Background: an optimization exercise with open tools, aiming at small area, a short achievable clock period and few clock cycles. Do not read the settings as production practice.
Only simulation tests tie the RTL to the original design; equivalence was not proved.
Power figures rest on the tool's default switching activity, not on a simulated workload.

===== design/flow/design.v =====
module auction_unit (
    input  wire         clk,
    input  wire         rst,
    input  wire         bid_valid,
    output wire         bid_ready,
    input  wire [15:0]  bid_qid,
    input  wire [3:0]   bid_booth,
    input  wire [2:0]   bid_origin,
    input  wire [31:0]  bid_score,
    input  wire [47:0]  bid_item,
    input  wire         cmd_valid,
    output wire         cmd_ready,
    input  wire [1:0]   cmd_op,
    input  wire [15:0]  cmd_qid,
    input  wire [3:0]   cmd_booth,
    input  wire [7:0]   cmd_k,
    input  wire         cmd_mode,
    input  wire         cmd_dir,
    output reg          out_valid,
    input  wire         out_ready,
    output reg          out_last,
    output wire [127:0] out_data,
    output wire         idle,
    output wire         au_heaps,
    output wire [7:0]   au_pool,
    output reg  [15:0]  au_bids,
    output reg  [15:0]  au_dropunk,
    output reg  [15:0]  au_droplate,
    output reg  [15:0]  au_dropfor,
    output reg  [15:0]  au_badbid,
    output reg  [15:0]  au_opens,
    output reg  [15:0]  au_closes,
    output reg  [25:0]  au_lastdrop
);
    localparam NS = 17;          
    localparam OP_OPEN  = 2'd0;
    localparam OP_CLOSE = 2'd1;
    localparam OP_FREE  = 2'd2;
    localparam ST_OK      = 2'd0;
    localparam ST_NOPERM  = 2'd1;
    localparam ST_BADPAR  = 2'd2;
    localparam ST_RESSHRT = 2'd3;
    reg        h_used;       
    reg        h_open;       
    reg [15:0] h_qid;
    reg [3:0]  h_booth;
    reg [4:0]  h_k;          
    reg        h_mode;
    reg        h_dir;
    reg [4:0]  h_n;
    reg        h_full;       
    reg [15:0] h_applied;
    reg [31:0] e_key   [0:NS-1];
    reg        e_negz  [0:NS-1];
    reg [47:0] e_item  [0:NS-1];
    reg [2:0]  e_org   [0:NS-1];
    reg [4:0]  ord     [0:15];   
    reg [15:0] vr;               
    reg [15:0] emp;              
    reg [4:0]  spare;            
    reg [NS-1:0] spare_oh;       
    reg [NS-1:0] w_oh;           
    reg [4:0]  pool;             
    reg        idle_r;
    reg        rdy;
    reg        ld_b;             
    reg        ld_c;             
    reg        s_b;              
    reg [15:0] s_qid;
    reg [3:0]  s_booth;
    reg [2:0]  s_org;
    reg [31:0] s_key;            
    reg        s_negz;           
    reg        s_nan;            
    reg [47:0] s_item;
    reg        s_c;              
    reg [1:0]  s_op;
    reg [15:0] s_cqid;
    reg [3:0]  s_cbooth;
    reg [7:0]  s_k;
    reg        s_mode;
    reg        s_dir;
    reg          p_v;            
    reg [NS-1:0] p_lt;           
    reg [NS-1:0] p_t;            
    reg          p_tie;          
    reg          p_rsv;          
    reg          p_hv;           
    reg [3:0]    t_l, t_e;       
    reg          p_ltw;          
    reg [55:0]   p_rest;         
    reg [NS-1:0] used;           
    reg [NS-1:0] rsel;           
    reg        listing;
    reg [4:0]  l_left;           
    reg [3:0]  l_pos;            
    reg [82:0] o_data;
    assign bid_ready = rdy;
    assign cmd_ready = rdy;
    assign out_data  = {45'd0, o_data};
    assign idle      = idle_r;
    assign au_heaps  = h_used;
    assign au_pool   = {3'd0, pool};
    wire c_hit = h_used && (h_qid == s_cqid);
    reg  [1:0] c_status;
    always @(*) begin
        if (s_op == 2'd3)
            c_status = ST_BADPAR;
        else if (c_hit && h_booth != s_cbooth)
            c_status = ST_NOPERM;
        else if (s_op == OP_OPEN) begin
            if (s_k == 8'd0 || s_k > 8'd16 || c_hit)
                c_status = ST_BADPAR;
            else if (h_used)
                c_status = ST_RESSHRT;
            else
                c_status = ST_OK;
        end else if (s_op == OP_CLOSE) begin
            if (!c_hit || !h_open)
                c_status = ST_BADPAR;
            else
                c_status = ST_OK;
        end else
            c_status = ST_OK;
    end
    wire out_free  = !out_valid || out_ready;
    wire c_exec    = s_c && !s_b && !p_v && !listing && !out_valid;
    wire c_ok      = (c_status == ST_OK);
    wire do_open   = c_exec && c_ok && (s_op == OP_OPEN);
    wire do_close  = c_exec && c_ok && (s_op == OP_CLOSE);
    wire do_free   = c_exec && c_ok && (s_op == OP_FREE) && c_hit;
    wire open_ok = s_c && c_ok && (s_op == OP_OPEN);
    wire nx_mode = open_ok ? s_mode : h_mode;
    wire nx_dir  = open_ok ? s_dir  : h_dir;
    wire in_z    = (bid_score[30:0] == 31'd0);
    wire in_neg  = !nx_mode && bid_score[31];                
    wire in_inv  = in_neg ^ !nx_dir;
    wire in_nz   = in_neg && in_z;                           
    wire in_top  = nx_mode ? !bid_score[31] : (!bid_score[31] || in_z);
    wire [30:0] in_low = bid_score[30:0] ^ {31{in_inv}};
    wire [31:0] in_key = {in_top ^ !nx_dir, in_low ^ {31{in_nz}}};
    function [31:0] raw_of;
        input [31:0] key;
        input        negz;
        input        mode;
        input        dir;
        reg   [31:0] o;
        begin
            o = dir ? key : ~key;
            if (mode)
                raw_of = {!o[31], o[30:0]};
            else if (negz)
                raw_of = 32'h8000_0000;
            else if (o[31])
                raw_of = {1'b0, o[30:0]};
            else
                raw_of = ~o;
        end
    endfunction
    function [1:0] cmp24;
        input [23:0] a;
        input [23:0] b;
        reg   [23:0] l;
        reg   [23:0] e;
        integer i, w;
        begin
            l = ~a & b;
            e = ~(a ^ b);
            for (w = 24; w > 1; w = (w + 1) / 2) begin
                for (i = 0; i < w / 2; i = i + 1) begin
                    l[i] = l[2*i+1] | (e[2*i+1] & l[2*i]);
                    e[i] = e[2*i+1] & e[2*i];
                end
                if (w % 2) begin
                    l[w/2] = l[w-1];
                    e[w/2] = e[w-1];
                end
            end
            cmp24 = {l[0], e[0]};
        end
    endfunction
    function [1:0] cmp14;
        input [13:0] a;
        input [13:0] b;
        reg   [13:0] l;
        reg   [13:0] e;
        integer i, w;
        begin
            l = ~a & b;
            e = ~(a ^ b);
            for (w = 14; w > 1; w = (w + 1) / 2) begin
                for (i = 0; i < w / 2; i = i + 1) begin
                    l[i] = l[2*i+1] | (e[2*i+1] & l[2*i]);
                    e[i] = e[2*i+1] & e[2*i];
                end
                if (w % 2) begin
                    l[w/2] = l[w-1];
                    e[w/2] = e[w-1];
                end
            end
            cmp14 = {l[0], e[0]};
        end
    endfunction
    function [NS-1:0] low1;
        input [NS-1:0] m;
        begin
            low1 = m & (~m + 1'b1);
        end
    endfunction
    function [NS-1:0] onehot;
        input [4:0] s;
        begin
            onehot = {{(NS-1){1'b0}}, 1'b1} << s;
        end
    endfunction
    reg [NS-1:0] k_lt;           
    reg [NS-1:0] k_eq;           
    integer i;
    always @(*) begin
        for (i = 0; i < NS; i = i + 1)
            {k_lt[i], k_eq[i]} = cmp24(s_key[31:8], e_key[i][31:8]);
    end
    wire b_hit = h_used && (h_qid == s_qid);
    reg  [2:0] drop;
    always @(*) begin
        if (!b_hit)
            drop = 3'd1;
        else if (!h_open)
            drop = 3'd2;
        else if (s_booth != h_booth)
            drop = 3'd3;
        else if (!h_mode && s_nan)
            drop = 3'd4;
        else
            drop = 3'd0;
    end
    reg [31:0] r_key;
    reg        r_negz;
    reg [47:0] r_item;
    reg [2:0]  r_org;
    always @(*) begin
        r_key  = 32'd0;
        r_negz = 1'b0;
        r_item = 48'd0;
        r_org  = 3'd0;
        for (i = 0; i < NS; i = i + 1) begin
            r_key  = r_key  | (e_key[i]  & {32{rsel[i]}});
            r_negz = r_negz | (e_negz[i] & rsel[i]);
            r_item = r_item | (e_item[i] & {48{rsel[i]}});
            r_org  = r_org  | (e_org[i]  & {3{rsel[i]}});
        end
    end
    wire p_res  = p_v && p_tie;           
    wire p_dec  = p_v && !p_tie;          
    wire adv    = !p_res;                 
    wire b_go   = s_b && adv;
    wire apply  = b_go && (drop == 3'd0);
    wire [55:0] r_rest = {r_key[7:0], r_item};
    reg  [3:0] r_ql, r_qe;
    always @(*) begin
        for (i = 0; i < 4; i = i + 1)
            {r_ql[i], r_qe[i]} = cmp14(p_rest[14*i +: 14], r_rest[14*i +: 14]);
    end
    wire r_lt   = t_l[3] || (t_e[3] && (t_l[2] || (t_e[2] && (t_l[1] || (t_e[1] && t_l[0])))));
    wire r_done = p_res && p_rsv && p_hv;    
    wire [NS-1:0] rsel_close = onehot(ord[4'd0 - h_k[3:0]]);
    wire [NS-1:0] rsel_step  = onehot(ord[l_pos + 4'd1]);
    reg [15:0] ahead_r;
    always @(*) begin
        for (i = 0; i < 16; i = i + 1)
            ahead_r[i] = vr[i] && (emp[i] || p_lt[ord[i]]);
    end
    wire       insert   = p_dec && (!h_full || p_ltw);
    wire [4:0]    nx_spare    = !insert ? spare    : h_full ? ord[15] : spare + 5'd1;
    wire [NS-1:0] nx_spare_oh = !insert ? spare_oh : h_full ? w_oh    : {spare_oh[NS-2:0], 1'b0};
    wire [NS-1:0] nx_w_oh     = !insert ? w_oh : ahead_r[14] ? onehot(ord[14]) : spare_oh;
    wire [NS-1:0] nx_used     = (used | (insert ? spare_oh : {NS{1'b0}})) &
                                ~((insert && h_full) ? w_oh : {NS{1'b0}});
    wire [NS-1:0] b_t   = k_eq & nx_used;
    wire [NS-1:0] p_t_r = p_t & ~rsel;    
    always @(posedge clk) begin
        for (i = 0; i < NS; i = i + 1) begin
            if (adv && nx_spare_oh[i]) begin
                e_key[i]  <= s_key;
                e_negz[i] <= s_negz;
                e_item[i] <= s_item;
                e_org[i]  <= s_org;
            end
        end
    end
    always @(posedge clk) begin
        for (i = 0; i < 16; i = i + 1) begin
            if (insert && ahead_r[i]) begin
                if (i == 0 || !ahead_r[i-1])
                    ord[i] <= spare;
                else
                    ord[i] <= ord[i-1];
            end
        end
    end
    function [15:0] sat_inc;
        input [15:0] c;
        begin
            sat_inc = (c == 16'hFFFF) ? c : c + 16'd1;
        end
    endfunction
    wire l_step = listing && out_free;
    wire acc_b = bid_valid && rdy;
    wire acc_c = cmd_valid && rdy;
    wire nx_sb      = acc_b || (s_b && !adv);
    wire nx_sc      = acc_c || (s_c && !c_exec);
    wire nx_pv      = apply || p_res;
    wire nx_ptie    = p_res ? (!r_done || p_t_r != 0) : (apply && b_t != 0);
    wire nx_listing = listing ? !(l_step && l_left == 5'd1)
                              : (do_close && h_n != 5'd0);
    wire nx_ovalid  = c_exec || l_step || (out_valid && !out_ready);
    always @(posedge clk) begin
        if (rst) begin
            rdy         <= 1'b1;
            ld_b        <= 1'b1;
            ld_c        <= 1'b1;
            idle_r      <= 1'b1;
            s_b         <= 1'b0;
            s_c         <= 1'b0;
            p_v         <= 1'b0;
            listing     <= 1'b0;
            out_valid   <= 1'b0;
            h_used      <= 1'b0;
            pool        <= 5'd0;
            au_bids     <= 16'd0;
            au_dropunk  <= 16'd0;
            au_droplate <= 16'd0;
            au_dropfor  <= 16'd0;
            au_badbid   <= 16'd0;
            au_opens    <= 16'd0;
            au_closes   <= 16'd0;
            au_lastdrop <= 26'd0;
        end else begin
            rdy       <= (!nx_sb || !(nx_pv && nx_ptie)) &&
                         (!nx_sc || (!nx_sb && !nx_pv && !nx_listing && !nx_ovalid));
            ld_b      <= !nx_sb || !(nx_pv && nx_ptie);
            ld_c      <= !nx_sc || (!nx_sb && !nx_pv && !nx_listing && !nx_ovalid);
            idle_r    <= !nx_sb && !nx_sc && !nx_pv && !nx_listing && !nx_ovalid;
            s_b       <= nx_sb;
            s_c       <= nx_sc;
            p_v       <= nx_pv;
            listing   <= nx_listing;
            out_valid <= nx_ovalid;
            if (b_go) begin
                if (drop == 3'd0)
                    au_bids <= sat_inc(au_bids);
                else begin
                    au_lastdrop <= {drop, s_booth, s_org, s_qid};
                    case (drop)
                        3'd1: au_dropunk  <= sat_inc(au_dropunk);
                        3'd2: au_droplate <= sat_inc(au_droplate);
                        3'd3: au_dropfor  <= sat_inc(au_dropfor);
                        default: au_badbid <= sat_inc(au_badbid);
                    endcase
                end
            end
            if (do_open) begin
                h_used   <= 1'b1;
                pool     <= s_k[4:0];
                au_opens <= sat_inc(au_opens);
            end
            if (do_close) begin
                pool      <= 5'd0;
                au_closes <= sat_inc(au_closes);
            end
            if (do_free) begin
                h_used <= 1'b0;
                pool   <= 5'd0;
            end
        end
    end
    always @(posedge clk) begin
        if (ld_b) begin
            s_qid   <= bid_qid;
            s_booth <= bid_booth;
            s_org   <= bid_origin;
            s_key   <= in_key;
            s_negz  <= bid_score[31] && in_z;
            s_nan   <= (bid_score[30:23] == 8'hFF) && (bid_score[22:0] != 23'd0);
            s_item  <= bid_item;
        end
        if (ld_c) begin
            s_op     <= cmd_op;
            s_cqid   <= cmd_qid;
            s_cbooth <= cmd_booth;
            s_k      <= cmd_k;
            s_mode   <= cmd_mode;
            s_dir    <= cmd_dir;
        end
        if (p_res) begin
            p_rsv <= 1'b1;
            p_hv  <= p_rsv && !p_hv;
            t_l   <= r_ql;
            t_e   <= r_qe;
            if (r_done) begin
                p_lt  <= p_lt | (rsel & {NS{r_lt}});
                p_ltw <= p_ltw | ((rsel & w_oh) != 0 && r_lt);
                p_t   <= p_t_r;
            end
        end else begin
            p_lt   <= k_lt;
            p_ltw  <= !insert     ? (k_lt & w_oh) != 0 :
                      ahead_r[14] ? (k_lt & onehot(ord[14])) != 0 :
                                    (k_lt & spare_oh) != 0;
            p_t    <= b_t;
            p_rsv  <= 1'b0;
            p_rest <= {s_key[7:0], s_item};
        end
        p_tie <= nx_ptie;
        if (p_res && (!p_rsv || p_hv))
            rsel <= low1(p_rsv ? p_t_r : p_t);
        else if (do_close)
            rsel <= rsel_close;
        else if (l_step)
            rsel <= rsel_step;
        if (do_close)
            l_pos <= 4'd0 - h_k[3:0];
        else if (l_step)
            l_pos <= l_pos + 4'd1;
        spare    <= do_open ? 5'd0 : nx_spare;
        spare_oh <= do_open ? {{(NS-1){1'b0}}, 1'b1} : nx_spare_oh;
        w_oh     <= nx_w_oh;
        used     <= do_open ? {NS{1'b0}} : nx_used;
        if (apply)
            h_applied <= sat_inc(h_applied);
        if (p_dec && !h_full) begin
            h_n    <= h_n + 5'd1;
            h_full <= (h_n + 5'd1 == h_k);
            emp    <= {emp[14:0], 1'b0};
        end
        if (do_open) begin
            h_open    <= 1'b1;
            h_qid     <= s_cqid;
            h_booth   <= s_cbooth;
            h_k       <= s_k[4:0];
            h_mode    <= s_mode;
            h_dir     <= s_dir;
            h_n       <= 5'd0;
            h_full    <= 1'b0;
            h_applied <= 16'd0;
            for (i = 0; i < 16; i = i + 1) begin
                vr[i]  <= (i + s_k[4:0] >= 16);
                emp[i] <= (i + s_k[4:0] >= 16);
            end
        end
        if (do_close)
            h_open <= 1'b0;
        if (c_exec) begin
            o_data          <= 83'd0;
            o_data[15:0]    <= s_cqid;
            o_data[17:16]   <= c_status;
            out_last        <= 1'b1;
            if (do_close) begin
                o_data[28:24]   <= h_k;
                o_data[36:32]   <= h_n;
                o_data[40]      <= h_mode;
                o_data[41]      <= h_dir;
                o_data[79:64]   <= h_applied;
                out_last        <= (h_n == 5'd0);
                l_left          <= h_n;
            end
        end else if (l_step) begin
            o_data   <= {r_org, r_item, raw_of(r_key, r_negz, h_mode, h_dir)};
            out_last <= (l_left == 5'd1);
            l_left   <= l_left - 5'd1;
        end
    end
endmodule

===== design/flow/flow/run.sh =====
#!/bin/bash
set -euo pipefail
bash standard.sh SETUP_SLACK_MARGIN=6.4 finish > standard_flow.log 2>&1

===== design/flow/config.mk =====
export PLATFORM = sky130hd
export DESIGN_NAME = auction_unit
export DESIGN_NICKNAME = auction_unit
export VERILOG_FILES = /design/flow/design.v
export SDC_FILE = /design/flow/constraint.sdc
export NUM_CORES = 4
export LEC_CHECK = 0
export ABC_CLOCK_PERIOD_IN_PS = 3500
export CAP_MARGIN = 20
export CORE_MARGIN = 2
export CORE_UTILIZATION = 60
export CTS_CLUSTER_DIAMETER = 60
export CTS_CLUSTER_SIZE = 30
export PLACE_DENSITY = 0.72
export SETUP_SLACK_MARGIN = 5
export SLEW_MARGIN = 20

===== design/flow/standard.sh =====
#!/bin/bash
# synth_recipe.tcl (not shown) runs the flow's synth.tcl, then flattens the netlist and writes it again
# the make line also repeats each setting of config.mk as NAME=value (left out here)
make -C /OpenROAD-flow-scripts/flow DESIGN_CONFIG=/design/flow/config.mk WORK_HOME=/design/flow/orfs CLKGATE_MAP_FILE= SYNTH_SCRIPT=/design/flow/synth_recipe.tcl "${@:-finish}"

===== design/flow/constraint.sdc =====
create_clock -name core_clock -period 10.0 [get_ports {clk}]
set_input_delay 2.0000 -clock core_clock [delete_from_list [all_inputs] [get_ports {clk}]]
set_output_delay 2.0000 -clock core_clock [all_outputs]
set_load 0.01 [all_outputs]

==> results.py, run 1 <==
metrics = {
    "logic_synthesis": {
        "synth_enable_flop_cells": 1893,
        "async_reset_ff_frac": 0,
        "cell_area_synth_um2": 95600,
        "ys_types": 99,
        "synth_area_per_cell_um2": 13.8,
        "syn_inst": 6933,
        "synth_seq_cells": 2147,
        "synth-main-ff-cell": "edfxtp_1",
        "synth_sequential_area_ratio": 0.648,
        "yosysWarnings": 7,
    },
    "timing": {
        "tightestPinTransition_ns": 1.16,
        "setup_repair_after_global_routing_missed_its_margin": "yes",
        "timing.setup.tns_ns": 0,
        "finalSetupViolations": 0,
        "hold_violations": 0,
        "slew_viol_final": 0,
        "fin_skew_ns": 0.0582,
        "fin_crit_sh": 0.387,
        "timing.final.ws_setup_ns": 6.13,
        "hold_slack_final_ns": 0.457,
        "period_needed_ns": 3.87,
        "relSlewSlack": 0.229,
        "fmaxAchievable_mhz": 258,
    },
    "global_route": {
        "grt_pass1_vias": 64500,
        "grt_first_pass_wirelength_um": 465000,
        "grt.total_usage": 0.399,
        "grt_antenna_before_repair": 24,
        "grt_max_degree": 95,
        "grt_overflow": 0,
    },
    "worst_setup_path": {
        "setup.worst_path.start_class": "register",
        "cp_slowest_cell": "a21oi_1",
        "crit_buf_inv": 3,
        "cpLargestDelayFamily": "simple AND/OR/NAND/NOR gates",
        "path_max_fanout": 18,
        "critPathArrivalTime_ns": 4.53,
        "path_cells": "buf_6 -> clkinvlp_4 -> buf_4 -> ha_1 -> nand4_1 -> nor4_1 -> a22oi_1 -> a21oi_1 -> nor3b_1 -> o31ai_2 -> o2111ai_1 -> and4_1",
        "crit_type": "reg2reg",
        "timing.critical_path.depth": 12,
        "crit_path_end_kind": "register",
        "critical-path-max-stage-delay_ns": 0.70,
        "worst_ep_required_time_ns": 10.66,
        "number_of_cell_instances_on_the_worst_register_to_register_path": 12,
    },
    "routing": {
        "drtAntennaViolNets": 0,
        "vias_per_cell": 7.11,
        "drc_errors": 0,
        "routed_wire_length_per_instance_um": 35.0,
        "detailroute.via_count": 68200,
        "drtPass1Iterations": 12,
        "detailedRoute.firstIterationViolations": 11500,
        "routed_wl_um": 336000,
    },
    "place": {
        "io_buffers": 371,
        "dp_slack_ns": 4.75,
        "gpl.final_weighted_congestion": 1.03,
        "final_hpwl_from_detailed_placement_um": 209000,
    },
    "worst_hold_path": {
        "worstHoldPathType": "reg2reg",
        "hold-path-cell-count": 2,
    },
    "clocking": {
        "cts_buffer_depth": 3,
        "clkLatencyLatePin_ns": 0.83,
        "cts.htree.levels": 4,
        "cts-hold-fix-buffers": 0,
        "path_clk_slew_ns": 0.10,
        "ctsRootBufferMaster": "clkbuf_16",
        "tritoncts": "yes",
        "cts.sinks": 2147,
        "cts_buffers": 140,
    },
    "run": {
        "max_cap_violations": 0,
    },
    "final_layout": {
        "area_growth_pct": 14.4,
        "layout.cells.most_common": "edfxtp_1",
        "num-nets-final": 8016,
        "final_layout_size_suffix_gt1_frac": 0.130,
        "fill_cells": 11000,
        "final_util": 0.691,
        "layout_common_cells": "edfxtp_1 (1893), a22oi_1 (499), ha_1 (480)",
    },
    "floorplan": {
        "die_span_in_y_um": 403,
        "die_x_um": 403,
        "start_util": 0.604,
        "placeableCoreArea_um2": 158000,
        "rows": 146,
        "boundaryPins": 420,
        "die_area_um2": 163000,
    },
    "run_status": {
        "status": "finished clean",
    },
    "pwr": {
        "power.static_leakage_nw": 39.0,
        "powerDensity_nw_per_um2": 167,
        "post-layout-total-power_mw": 18.2,
        "vdd.ir_drop.worst_uv": 211,
    },
}
==> flip-flops by register name, summed over array words and instances (netlist names), 17 cells and up <==
name and count:
e_negz 17, rsel 17, s_item 48, o_data 83, spare_oh 17, e_item 816
e_key 544, w_oh 17, s_key 32, used 17, p_t 17, p_rest 56
ord 80, p_lt 17, au_lastdrop 26, e_org 51
==> cell families (layout without fill, tap and decap cells) <==
logic type / count (synthesis) / in the layout / share of synthesized area
AO/OA/AOI/OAI: 1652 / 1652 / 0.124
XOR/XNOR: 228 / 228 / 0.0214
adder cells (fa/ha/maj): 486 / 486 / 0.0636
buffers and inverters: 577 / 1102 / 0.0249
flip-flops: 2147 / 2147 / 0.648
multiplexers: 260 / 260 / 0.0374
other: 1 / 58 / 0.0000392
AND/OR/NAND/NOR: 1582 / 1584 / 0.0812
==> worst paths after layout <==
kind | start | endpoint | slack (ns)
worst min-delay path | pool[4] | pool[4] | 0.46
worst max register to register | s_key[14] | p_ltw | 6.13
worst min register to register | pool[4] | pool[4] | 0.46
worst max-delay path | s_key[14] | p_ltw | 6.13
==> tightest hold or removal path, cell delays in order, from the launching register on <==
cell	delay (ns)
dfxtp_1	0.31
nand2_1	0.05
a21oi_1	0.05
==> synth_stat cells (all sizes together), types with 8 or more instances <==
cell type,number,area [µm²]
a21o,61,458
and3,70,438
xor2,98,877
o21ai,238,1190
or3,38,238
or2,12,75.1
nor3,63,320
o221ai,8,70.1
xnor2,130,1160
o22ai,13,81.3
a2111oi,18,164
a21oi,246,1230
ha,486,6080
nand3,203,1020
and4,25,219
inv,161,604
o21a,17,128
a211oi,52,390
a311oi,9,85.1
a21boi,11,82.6
buf,121,672
clkbuf,294,1100
nor2,461,1740
mux2,98,1100
mux4,68,1530
a221oi,114,1000
a22oi,504,3780
nor2b,39,244
nor4,37,268
mux2i,94,941
dfxtp,254,5080
o211ai,23,178
nand2b,27,169
a31oi,50,313
edfxtp,1893,56800
and2,20,125
a22o,107,938
nand3b,22,165
or4,10,75.1
a222oi,115,1150
nand2,352,1320
nand4,183,1140
==> where the power goes <==
part / switching [mW] / leakage, nW / total, mW / internal (mW)
clock: 3.38 / 2.41 / 6.50 / 3.12
combinational: 0.884 / 17.0 / 1.46 / 0.576
sequential: 0.252 / 19.6 / 10.3 / 10.0
total: 4.52 / 39.0 / 18.2 / 13.7
==> area by class of cell <==
class	instances	area, µm²	area share
inverter	162	724	0.00662
clock buffer	158	3630	0.0332
antenna	10	25.0	0.000229
clock inverter	101	1400	0.0128
multi-input combinational	4258	32300	0.295
timing repair buffer	681	6730	0.0614
tap	2072	2590	0.0237
sequential	2147	62000	0.567
==> stage by stage <==
stage / area, µm² / cells
3_3_place_gp: 102000 / 9128
3_5_place_dp: 102000 / 9132
4_1_cts: 109000 / 9525
2_1_floorplan: 96000 / 6980
5_1_grt: 109000 / 9586
6_report: 109000 / 9589
==> timing repair <==
item	4_1_cts	5_1_grt
buffers inserted	127	43
pin swaps	35	30
gates resized for setup	513	127
cloned	7	11
endpoints found under the setup margin	1431	464
==> routing by layer <==
metal  global-route usage  up-vias  routed length [µm]
met3               0.0926      993               43300
met2                0.603     5073              148000
met1                0.538    33700              121000
met5                    0        -                 199
li1                     -    28400                   -
met4                0.223       12               23100
Testbench counts, summed over its fixed seeds: cycles 15,836.
==> run 2, diff against run 1 <==
==> design/flow/flow/run.sh (replaced) <==
#!/bin/bash
set -euo pipefail
bash standard.sh SETUP_SLACK_MARGIN=6.55 finish > standard_flow.log 2>&1
==> results.py, run 2 <==
metrics = {
    "timing": {
        "timing.setup.tns_ns": 0,
        "hold_slack_final_ns": 0.459,
        "fin_skew_ns": 0.0589,
        "fmaxAchievable_mhz": 273,
        "slew_viol_final": 0,
        "relSlewSlack": 0.224,
        "timing.final.ws_setup_ns": 6.34,
        "tightestPinTransition_ns": 1.16,
        "period_needed_ns": 3.66,
        "hold_violations": 0,
        "fin_crit_sh": 0.366,
        "finalSetupViolations": 0,
        "setup_repair_after_global_routing_missed_its_margin": "yes",
    },
    "global_route": {
        "grt_pass1_vias": 65000,
        "grt_max_degree": 93,
        "grt_first_pass_wirelength_um": 468000,
        "grt_antenna_before_repair": 15,
        "grt.total_usage": 0.403,
        "grt_overflow": 0,
    },
    "final_layout": {
        "layout_common_cells": "edfxtp_1 (1893), a22oi_1 (497), ha_1 (476)",
        "num-nets-final": 8118,
        "final_util": 0.703,
        "final_cell_count_no_fill": 9690,
        "layout.cells.most_common": "edfxtp_1",
        "fill_cells": 10700,
        "summed_area_of_non_filler_cells_in_the_final_layout_um2": 111000,
        "area_growth_pct": 16.4,
        "final_layout_size_suffix_gt1_frac": 0.194,
        "largest-register": "e_item",
        "largest_register_ffs": 816,
        "reg_top3": "e_item: 816 flops, e_key: 544 flops, o_data: 83 flops",
    },
    "worst_hold_path": {
        "hold-path-cell-count": 2,
        "worstHoldPathType": "reg2reg",
        "min-delay-start": "pool[4]",
        "timing.hold.worst_endpoint": "pool[4]",
    },
    "logic_synthesis": {
        "syn_inst": 6933,
        "synth_enable_flop_cells": 1893,
        "synth_top_cell_by_area": "edfxtp_1",
        "async_reset_ff_frac": 0,
        "synth_seq_cells": 2147,
        "synth_sequential_area_ratio": 0.648,
        "ys_types": 99,
        "synth_area_per_cell_um2": 13.8,
        "cell_area_synth_um2": 95600,
        "synth.most_common_cell": "edfxtp_1",
        "ys_top_cells_by_count": "edfxtp_1 (1893), a22oi_1 (504), ha_1 (486)",
        "synth-main-ff-cell": "edfxtp_1",
        "synth_top_area_share": 0.594,
        "yosysWarnings": 7,
        "synth_top_cells_by_area": "edfxtp_1 (59%), ha_1 (6.4%), dfxtp_1 (5.3%), a22oi_1 (4.0%), nor2_1 (1.8%)",
    },
    "worst_setup_path": {
        "number_of_cell_instances_on_the_worst_register_to_register_path": 14,
        "r2r_endpoint": "p_ltw",
        "ff2ff_setup_slack_ns": 6.34,
        "critPathArrivalTime_ns": 4.22,
        "crit_type": "reg2reg",
        "setup.worst_path.start_class": "register",
        "crit_path_end_kind": "register",
        "path_max_fanout": 18,
        "worst_ep_required_time_ns": 10.56,
        "regToRegStartpoint": "s_key[27]",
    },
    "routing": {
        "drtPass1Iterations": 14,
        "detailedRoute.firstIterationViolations": 11600,
        "route.met3.wl_um": 47500,
        "vias_per_cell": 7.09,
        "routed_wl_um": 339000,
        "drc_errors": 0,
        "route.top_layer_used": "met5",
        "routedLengthMet1_um": 119000,
        "routed_wire_length_per_instance_um": 35.0,
        "detailed_route_wirelength_on_metal2_um": 150000,
        "drtAntennaViolNets": 0,
        "detailroute.via_count": 68700,
    },
    "floorplan": {
        "die_x_um": 403,
        "boundaryPins": 420,
        "rows": 146,
        "die_span_in_y_um": 403,
        "placeableCoreArea_um2": 158000,
        "start_util": 0.604,
        "die_area_um2": 163000,
    },
    "place": {
        "placed_cell_area_um2": 102000,
        "gpl.final_weighted_congestion": 1.05,
        "final_hpwl_from_detailed_placement_um": 210000,
        "dpl.cell_count": 9143,
        "io_buffers": 371,
        "dp_slack_ns": 4.74,
    },
    "clocking": {
        "cts_buffers": 137,
        "tritoncts": "yes",
        "clkLatencyLatePin_ns": 0.85,
        "path_clk_slew_ns": 0.08,
        "cts_buffer_depth": 3,
        "ctsRootBufferMaster": "clkbuf_16",
        "cts.htree.levels": 4,
        "cts.sinks": 2147,
    },
    "pwr": {
        "post-layout-total-power_mw": 18.1,
        "powerDensity_nw_per_um2": 163,
        "power.static_leakage_nw": 39.2,
        "vdd.ir_drop.worst_uv": 195,
    },
    "run_status": {
        "status": "finished clean",
    },
    "run": {
        "max_cap_violations": 0,
    },
}
[run 2: cell counts after synthesis]
Identical to the previous run, type by type.
[run 2: cell type report]
cell class	instances	area, µm²	area share
diodes	10	25.0	0.000225
clock buffers	145	3500	0.0315
clock inverters	110	1470	0.0132
inverters	162	711	0.00638
multi-input cells	4258	33000	0.296
flip-flops and latches	2147	62200	0.559
well taps	2072	2590	0.0233
repair buffers	785	7830	0.0703
repair inverters	1	7.51	0.0000674
[run 2: routing by layer]
| layer | GRT usage | up-vias |
|---|---|---|
| met1 | 0.534 | 33900 |
| met5 | 0 | - |
| li1 | - | 28500 |
| met3 | 0.110 | 1043 |
| met4 | 0.217 | 12 |
| met2 | 0.608 | 5192 |
[run 2: logic make-up (layout without fill, tap and decap cells)]
| kind of cell | after synthesis | in the layout | share of synthesized area |
|---|---|---|---|
| other cells | 1 | 58 | 0.0000392 |
| simple gates | 1582 | 1584 | 0.0812 |
| flops | 2147 | 2147 | 0.648 |
| xor+xnor | 228 | 228 | 0.0214 |
| buf+inv | 577 | 1203 | 0.0249 |
| fa+ha+maj | 486 | 486 | 0.0636 |
| mux | 260 | 260 | 0.0374 |
| compound gates | 1652 | 1652 | 0.124 |
[run 2: worst max-delay path by stage]
| stage | start | to | slack [ns] | cells after the start |
|---|---|---|---|---|
| 4_1_cts | s_key[31] | p_ltw | 6.29 | 12 |
| 5_1_grt | s_key[15] | p_ltw | 6.29 | 14 |
| 2_1_floorplan | out_ready | o_data[0] | 6.18 | 6 |
| 3_3_place_gp | out_ready | o_data[64] | 4.77 | 8 |
| 6_report | s_key[27] | p_ltw | 6.34 | 14 |
| 3_5_place_dp | out_ready | o_data[66] | 4.74 | 8 |
[run 2: repair_timing]
| item | 4_1_cts | 5_1_grt |
|---|---|---|
| gates cloned | 11 | 13 |
| pin swaps | 45 | 74 |
| setup endpoints to repair | 1630 | 496 |
| hold buffers | 0 | 0 |
| setup buffers | 170 | 87 |
| resized for setup | 1280 | 225 |
[run 2: power breakdown]
part	internal, mW	switching [mW]	leakage [nW]
Sequential	10.0	0.261	19.7
Combinational	0.590	0.897	17.2
Clock	2.92	3.46	2.39
[run 2: worst max-delay path: stages, from the launching register on]
cell	delay, ns
edfxtp_1	0.36
buf_8	0.18
clkinvlp_4	0.11
buf_4	0.19
buf_4	0.17
ha_1	0.30
and3_1	0.22
a221o_1	0.44
a21o_1	0.26
a22o_1	0.25
a211oi_2	0.29
o211ai_1	0.17
nor3_1	0.17
nand4_1	0.11
and4_1	0.18
==> run 3, diff against run 2 <==
--- a/design/flow/design.v
+++ b/design/flow/design.v
@@ -124,7 +124,7 @@
             c_status = ST_OK;
     end
     wire out_free  = !out_valid || out_ready;
-    wire c_exec    = s_c && !s_b && !p_v && !listing && !out_valid;
+    wire c_exec    = s_c && !s_b && !p_v && !listing && out_free;
     wire c_ok      = (c_status == ST_OK);
     wire do_open   = c_exec && c_ok && (s_op == OP_OPEN);
     wire do_close  = c_exec && c_ok && (s_op == OP_CLOSE);
==> results.py, run 3 <==
metrics = {
    "run_status": {
        "status": "finished clean",
    },
    "final_layout": {
        "final_util": 0.709,
        "fill_cells": 10700,
        "area_growth_pct": 17.5,
        "layout.cells.most_common": "edfxtp_1",
        "largest-register": "e_item",
        "num-nets-final": 8158,
        "final_layout_size_suffix_gt1_frac": 0.205,
        "layout_common_cells": "edfxtp_1 (1893), ha_1 (470), a22oi_1 (469)",
        "largest_register_ffs": 816,
        "reg_top3": "e_item: 816 flops, e_key: 544 flops, o_data: 83 flops",
    },
    "worst_setup_path": {
        "crit_path_end_kind": "register",
        "crit_type": "reg2reg",
        "setup.worst_path.start_class": "register",
        "critPathArrivalTime_ns": 4.45,
        "worst_ep_required_time_ns": 10.65,
        "path_cells": "buf_8 -> clkinvlp_4 -> buf_4 -> ha_1 -> nand2_1 -> o21ai_0 -> a21oi_1 -> o211ai_1 -> a21oi_2 -> mux2i_1 -> o2bb2ai_1 -> nor4_2 -> a211oi_1",
        "cpLargestDelayFamily": "compound AO/OA/AOI/OAI gates",
        "critical-path-max-stage-delay_ns": 0.81,
        "cp_slowest_cell": "o211ai_1",
        "path_max_fanout": 18,
        "crit_buf_inv": 3,
    },
    "timing": {
        "timing.final.ws_setup_ns": 6.20,
        "fin_skew_ns": 0.0577,
        "fmaxAchievable_mhz": 263,
        "period_needed_ns": 3.80,
        "slew_viol_final": 0,
        "timing.setup.tns_ns": 0,
        "fin_crit_sh": 0.380,
        "finalSetupViolations": 0,
        "setup_repair_after_global_routing_missed_its_margin": "yes",
        "hold_violations": 0,
        "relSlewSlack": 0.147,
        "tightestPinTransition_ns": 1.28,
    },
    "worst_hold_path": {
        "worstHoldPathType": "reg2reg",
    },
    "global_route": {
        "grt_max_degree": 103,
        "grt_pass1_vias": 65100,
        "grt.total_usage": 0.409,
        "grt_first_pass_wirelength_um": 473000,
        "grt_overflow": 0,
        "grt_antenna_before_repair": 14,
    },
    "floorplan": {
        "die_area_um2": 162000,
        "rows": 146,
        "die_x_um": 403,
        "die_span_in_y_um": 403,
        "boundaryPins": 420,
        "placeableCoreArea_um2": 158000,
        "start_util": 0.603,
    },
    "logic_synthesis": {
        "ys_top_cells_by_count": "edfxtp_1 (1893), ha_1 (486), a22oi_1 (475)",
        "synth_top_area_share": 0.595,
        "async_reset_ff_frac": 0,
        "synth.most_common_cell": "edfxtp_1",
        "synth_top_cell_by_area": "edfxtp_1",
        "synth_seq_cells": 2147,
        "synth-main-ff-cell": "edfxtp_1",
        "ys_types": 101,
        "synth_top_cells_by_area": "edfxtp_1 (60%), ha_1 (6.4%), dfxtp_1 (5.3%), a22oi_1 (3.7%), nor2_1 (1.6%)",
        "synth_area_per_cell_um2": 13.8,
        "cell_area_synth_um2": 95500,
        "yosysWarnings": 7,
        "synth_enable_flop_cells": 1893,
        "synth_sequential_area_ratio": 0.649,
        "syn_inst": 6921,
    },
    "routing": {
        "detailedRoute.firstIterationViolations": 12500,
        "drtAntennaViolNets": 0,
        "drc_errors": 0,
        "routed_wl_um": 348000,
        "routed_wire_length_per_instance_um": 35.7,
        "detailroute.via_count": 69600,
        "vias_per_cell": 7.15,
        "drtPass1Iterations": 9,
    },
    "clocking": {
        "clkLatencyLatePin_ns": 0.84,
        "path_clk_slew_ns": 0.09,
        "cts_buffers": 147,
        "cts.sinks": 2147,
        "tritoncts": "yes",
        "cts.htree.levels": 4,
        "cts_buffer_depth": 3,
        "ctsRootBufferMaster": "clkbuf_16",
    },
    "pwr": {
        "powerDensity_nw_per_um2": 195,
        "power.static_leakage_nw": 41.7,
        "vdd.ir_drop.worst_uv": 209,
    },
    "place": {
        "io_buffers": 371,
        "dp_slack_ns": 4.41,
        "gpl.final_weighted_congestion": 1.01,
        "final_hpwl_from_detailed_placement_um": 207000,
    },
    "run": {
        "max_cap_violations": 0,
    },
}
run 3: changes by cell type in the layout (fill, tap and decap cells not counted), sizes merged, moves of 22 or more:
| cell | delta |
|---|---|
| a22oi | -29 |
| nand2 | +38 |
| o21ai | -40 |
| buf | +34 |
| a21oi | +32 |
| clkbuf | +29 |
| nor2 | -40 |
| mux2i | -31 |
| a21o | +28 |
| xnor2 | +22 |
run 3: path summary, 6_finish.rpt:
kind / startpoint / to / slack (ns) / cells past startpoint
worst max register to register: s_key[15] / p_ltw / 6.20 / 13
worst min-delay path: pool[4] / pool[4] / 0.46 / 2
worst max-delay path: s_key[15] / p_ltw / 6.20 / 13
worst min register to register: pool[4] / pool[4] / 0.46 / 2
run 3: area by class of cell:
| cell class | count | area, µm² | area share |
|---|---|---|---|
| antenna | 10 | 25.0 | 0.000223 |
| clock buffer | 166 | 3890 | 0.0347 |
| clock inverter | 110 | 1550 | 0.0138 |
| inverter | 152 | 661 | 0.00589 |
| multi-input combinational | 4256 | 33100 | 0.295 |
| sequential | 2147 | 62200 | 0.555 |
| tap | 2072 | 2590 | 0.0231 |
| timing repair buffer | 828 | 8130 | 0.0725 |
run 3: per-stage QoR:
| step | cells | total power [mW] | area, µm² | hold WS [ns] |
|---|---|---|---|---|
| floorplan | 6968 | 13.4 | 96300 | 0.406 |
| global placement | 9126 | 14.7 | 102000 | 0.435 |
| detailed placement | 9126 | 14.8 | 102000 | 0.444 |
| CTS | 9599 | 21.6 | 110000 | 0.456 |
| global route | 9736 | 22.4 | 112000 | 0.474 |
| finish | 9741 | 21.9 | 112000 | 0.456 |
run 3: worst reg2reg max path, stage by stage, from the launching register on:
cell and delay, ns:
edfxtp_1 0.37, buf_8 0.18, clkinvlp_4 0.19, buf_4 0.23, ha_1 0.34, nand2_1 0.06
o21ai_0 0.38, a21oi_1 0.08, o211ai_1 0.81, a21oi_2 0.28, mux2i_1 0.21, o2bb2ai_1 0.17
nor4_2 0.08, a211oi_1 0.24
run 3: kinds of logic (layout without fill, tap and decap cells):
kind of cell | Yosys count | in the layout | share of synthesized area
AND/OR/NAND/NOR | 1616 | 1620 | 0.0834
adder cells (fa/ha/maj) | 486 | 486 | 0.0637
AO/OA/AOI/OAI | 1644 | 1644 | 0.124
multiplexers | 227 | 227 | 0.0341
flip-flops | 2147 | 2147 | 0.649
buffers and inverters | 569 | 1256 | 0.0246
XOR/XNOR | 231 | 231 | 0.0214
other | 1 | 58 | 0.0000393
run 3: per-layer routing:
metal / vias up / wire length [µm] / track usage
met3: 1089 / 49600 / 0.109
met1: 34400 / 123000 / 0.548
met5: - / 70 / 0
met2: 5566 / 154000 / 0.621
li1: 28500 / - / -
met4: 10 / 22200 / 0.210
run 3: repair_timing:
item	in CTS	in global routing
resized for setup	1228	242
pin swaps	63	76
cloned	17	17
buffers inserted	180	115
hold buffers	0	0
endpoints found under the setup margin	1777	698
run 3: where the power goes:
part | internal [mW] | switching [mW]
combinational | 1.13 | 2.06
clock | 3.34 | 3.50
sequential | 11.1 | 0.731
Testbench counts of run 3, summed over its fixed seeds: cycles 15,788.
==> run 4, diff against run 3 <==
--- a/design/flow/design.v
+++ b/design/flow/design.v
@@ -124,7 +124,7 @@
             c_status = ST_OK;
     end
     wire out_free  = !out_valid || out_ready;
-    wire c_exec    = s_c && !s_b && !p_v && !listing && out_free;
+    wire c_exec    = s_c && !s_b && !p_v && !listing && !out_valid;
     wire c_ok      = (c_status == ST_OK);
     wire do_open   = c_exec && c_ok && (s_op == OP_OPEN);
     wire do_close  = c_exec && c_ok && (s_op == OP_CLOSE);
==> design/flow/flow/run.sh (replaced) <==
#!/bin/bash
set -euo pipefail
bash standard.sh SETUP_SLACK_MARGIN=6.7 finish > standard_flow.log 2>&1
==> results.py, run 4 <==
metrics = {
    "timing": {
        "hold_violations": 0,
        "tightestPinTransition_ns": 1.16,
        "finalSetupViolations": 0,
        "period_needed_ns": 3.57,
        "fmaxAchievable_mhz": 280,
        "relSlewSlack": 0.227,
        "timing.setup.tns_ns": 0,
        "fin_skew_ns": 0.0543,
        "fin_crit_sh": 0.357,
        "slew_viol_final": 0,
        "setup_repair_after_global_routing_missed_its_margin": "yes",
    },
    "final_layout": {
        "final_cell_count_no_fill": 9912,
        "layout_common_cells": "edfxtp_1 (1893), a22oi_1 (492), buf_4 (462)",
        "reg_top3": "e_item: 816 flops, e_key: 544 flops, o_data: 83 flops",
        "num-nets-final": 8342,
        "summed_area_of_non_filler_cells_in_the_final_layout_um2": 115000,
        "largest_register_ffs": 816,
        "area_growth_pct": 20.8,
        "final_util": 0.729,
        "final_layout_size_suffix_gt1_frac": 0.246,
        "layout.cells.most_common": "edfxtp_1",
        "largest-register": "e_item",
    },
    "worst_setup_path": {
        "worst_ep_required_time_ns": 8.00,
        "setup.worst_path.start_class": "register",
        "critPathArrivalTime_ns": 1.57,
        "cpLargestDelayFamily": "flip-flops",
        "crit_path_end_kind": "primary output",
        "crit_buf_inv": 1,
        "cp_slowest_cell": "edfxtp_1",
        "path_max_fanout": 1,
        "number_of_cell_instances_on_the_worst_register_to_register_path": 13,
        "crit_type": "reg2out",
        "path_cells": "buf_6",
        "critical-path-max-stage-delay_ns": 0.56,
        "timing.critical_path.depth": 1,
        "ff2ff_setup_slack_ns": 6.47,
    },
    "logic_synthesis": {
        "synth_top_cell_by_area": "edfxtp_1",
        "synth_top_area_share": 0.594,
        "synth-main-ff-cell": "edfxtp_1",
        "synth.most_common_cell": "edfxtp_1",
        "cell_area_synth_um2": 95600,
        "ys_types": 99,
        "yosysWarnings": 7,
        "synth_seq_cells": 2147,
        "ys_top_cells_by_count": "edfxtp_1 (1893), a22oi_1 (504), ha_1 (486)",
        "synth_top_cells_by_area": "edfxtp_1 (59%), ha_1 (6.4%), dfxtp_1 (5.3%), a22oi_1 (4.0%), nor2_1 (1.8%)",
        "synth_area_per_cell_um2": 13.8,
        "synth_sequential_area_ratio": 0.648,
        "syn_inst": 6933,
        "async_reset_ff_frac": 0,
        "synth_enable_flop_cells": 1893,
    },
    "floorplan": {
        "start_util": 0.604,
        "die_area_um2": 163000,
        "die_span_in_y_um": 403,
        "die_x_um": 403,
        "boundaryPins": 420,
        "rows": 146,
        "placeableCoreArea_um2": 158000,
    },
    "pwr": {
        "vdd.ir_drop.worst_uv": 200,
        "powerDensity_nw_per_um2": 159,
        "power.static_leakage_nw": 41.3,
        "power_frac_clock": 0.352,
        "post-layout-total-power_mw": 18.4,
        "power_report.internal_total_mw": 13.7,
        "swShare": 0.254,
        "pwr-share-seq": 0.557,
        "net_switching_mw": 4.67,
        "comb_power_share": 0.090,
    },
    "place": {
        "dpl.cell_count": 9136,
        "placed_cell_area_um2": 102000,
        "gpl.final_weighted_congestion": 1.07,
        "io_buffers": 371,
        "final_hpwl_from_detailed_placement_um": 208000,
    },
    "routing": {
        "routed_wire_length_per_instance_um": 35.9,
        "routed_wl_um": 356000,
        "drtPass1Iterations": 14,
        "drtAntennaViolNets": 0,
        "drc_errors": 0,
        "detailedRoute.firstIterationViolations": 13300,
        "vias_per_cell": 7.22,
        "detailroute.via_count": 71600,
    },
    "clocking": {
        "cts.sinks": 2147,
        "cts_buffers": 137,
        "cts_buffer_depth": 3,
        "path_clk_slew_ns": 0.08,
        "cts-hold-fix-buffers": 0,
        "cts.htree.levels": 4,
        "clkLatencyLatePin_ns": 0.84,
        "ctsRootBufferMaster": "clkbuf_16",
        "tritoncts": "yes",
    },
    "global_route": {
        "grt.total_usage": 0.421,
        "grt_pass1_vias": 66700,
        "grt_max_degree": 107,
        "grt_overflow": 0,
        "grt_first_pass_wirelength_um": 488000,
        "grt_antenna_before_repair": 14,
    },
    "run_status": {
        "status": "finished clean",
    },
    "run": {
        "max_cap_violations": 0,
    },
    "worst_hold_path": {
        "hold-path-cell-count": 2,
        "worstHoldPathType": "reg2reg",
    },
}
-- run 4: cell type report --
cell class,count,area (µm²)
multi-input combinational,4259,34100
tap,2072,2590
inverter,162,723
timing repair buffer,1009,10700
clock inverter,103,1390
antenna,7,17.5
fill,10100,42900
clock buffer,153,3650
sequential,2147,62300
-- run 4: cells by family after synthesis --
| kind of cell | share of synthesized area |
|---|---|
| compound gates | 0.124 |
| simple gates | 0.0812 |
| xor+xnor | 0.0214 |
| flops | 0.648 |
| other cells | 0.0000392 |
| buf+inv | 0.0249 |
| fa+ha+maj | 0.0636 |
| mux | 0.0374 |
-- run 4: per-layer routing --
layer,track usage,part of all wire,vias up
li1,-,-,29000
met1,0.562,0.34,35200
met2,0.628,0.44,6076
met3,0.114,0.15,1333
met4,0.238,0.075,14
met5,0.000892,0.00025,-
-- run 4: timing repair --
| action | 4_1_cts | 5_1_grt |
|---|---|---|
| pin swaps | 138 | 110 |
| setup endpoints to repair | 2082 | 718 |
| cloned | 29 | 13 |
| setup buffers | 352 | 118 |
| resized for setup | 1921 | 307 |
-- run 4: worst min-delay path: cells and delay by family, from the launching register on --
kind / cells / cell delay (ns)
simple gates: 1 / 0.05
compound gates: 1 / 0.05
flops: 1 / 0.33
-- run 4: worst paths after layout --
| check | startpoint | to |
|---|---|---|
| hold reg to reg | pool[3] | pool[3] |
| setup reg to reg | s_key[20] | p_ltw |
| hold / removal | pool[3] | pool[3] |
| setup / recovery | o_data[14] | out_data[14] |
-- run 4: power groups by stage --
| stage | clock network, mW | logic [mW] | registers (mW) |
|---|---|---|---|
| detailed placement | 0 | 1.27 | 10.5 |
| global placement | 0 | 1.24 | 10.5 |
| CTS | 6.45 | 1.55 | 10.2 |
| floorplan | 0 | 0.779 | 10.4 |
| finish | 6.47 | 1.66 | 10.2 |
| global route | 6.76 | 1.75 | 10.3 |
-- run 4: metrics by stage --
| stage | hold WS, ns | setup slack [ns] |
|---|---|---|
| 2_1_floorplan | 0.406 | 6.18 |
| 3_3_place_gp | 0.435 | 4.97 |
| 3_5_place_dp | 0.449 | 4.93 |
| 4_1_cts | 0.465 | 6.42 |
| 5_1_grt | 0.494 | 6.41 |
| 6_report | 0.466 | 6.43 |
Testbench counts of run 4, summed over its fixed seeds: cycles 15,836.

[what the ideal ports hide]
In the flow no input, the clock included, has a driving cell. The finished layouts below were timed again as built, in two steps.
Step 1: set_driving_cell puts a clkbuf_16 on clk and a buf_2 on each other input, an assumption about the parent block.
Step 2, shift: input delay + t, output delay - t, t = (earliest + latest rising clock arrival at the registers) / 2. This alone moves slack from input paths to output paths.
Three values: no drivers, after step 1, after step 2; two values: the first two.
| run | t (ns) | setup slack, ns | worst data-port slew with drivers (ns) | pins driven straight from the clock port |
|---|---|---|---|---|
| run 1 | 0.887 | 6.128 / 6.128 / 5.534 | 0.23 | 1 |
| run 2 | 0.915 | 6.341 / 6.261 / 5.591 | 0.17 | 1 |
| run 3 | 0.907 | 6.203 / 6.203 / 5.482 | 0.11 | 1 |
| run 4 | 0.903 | 6.430 / 6.338 / 5.795 | 0.19 | 1 |
After both steps setup and hold are still met in every run listed. For run 2, which loses most, drivers alone change the setup slack by -0.080 ns; drivers and shift together by -0.750 ns.
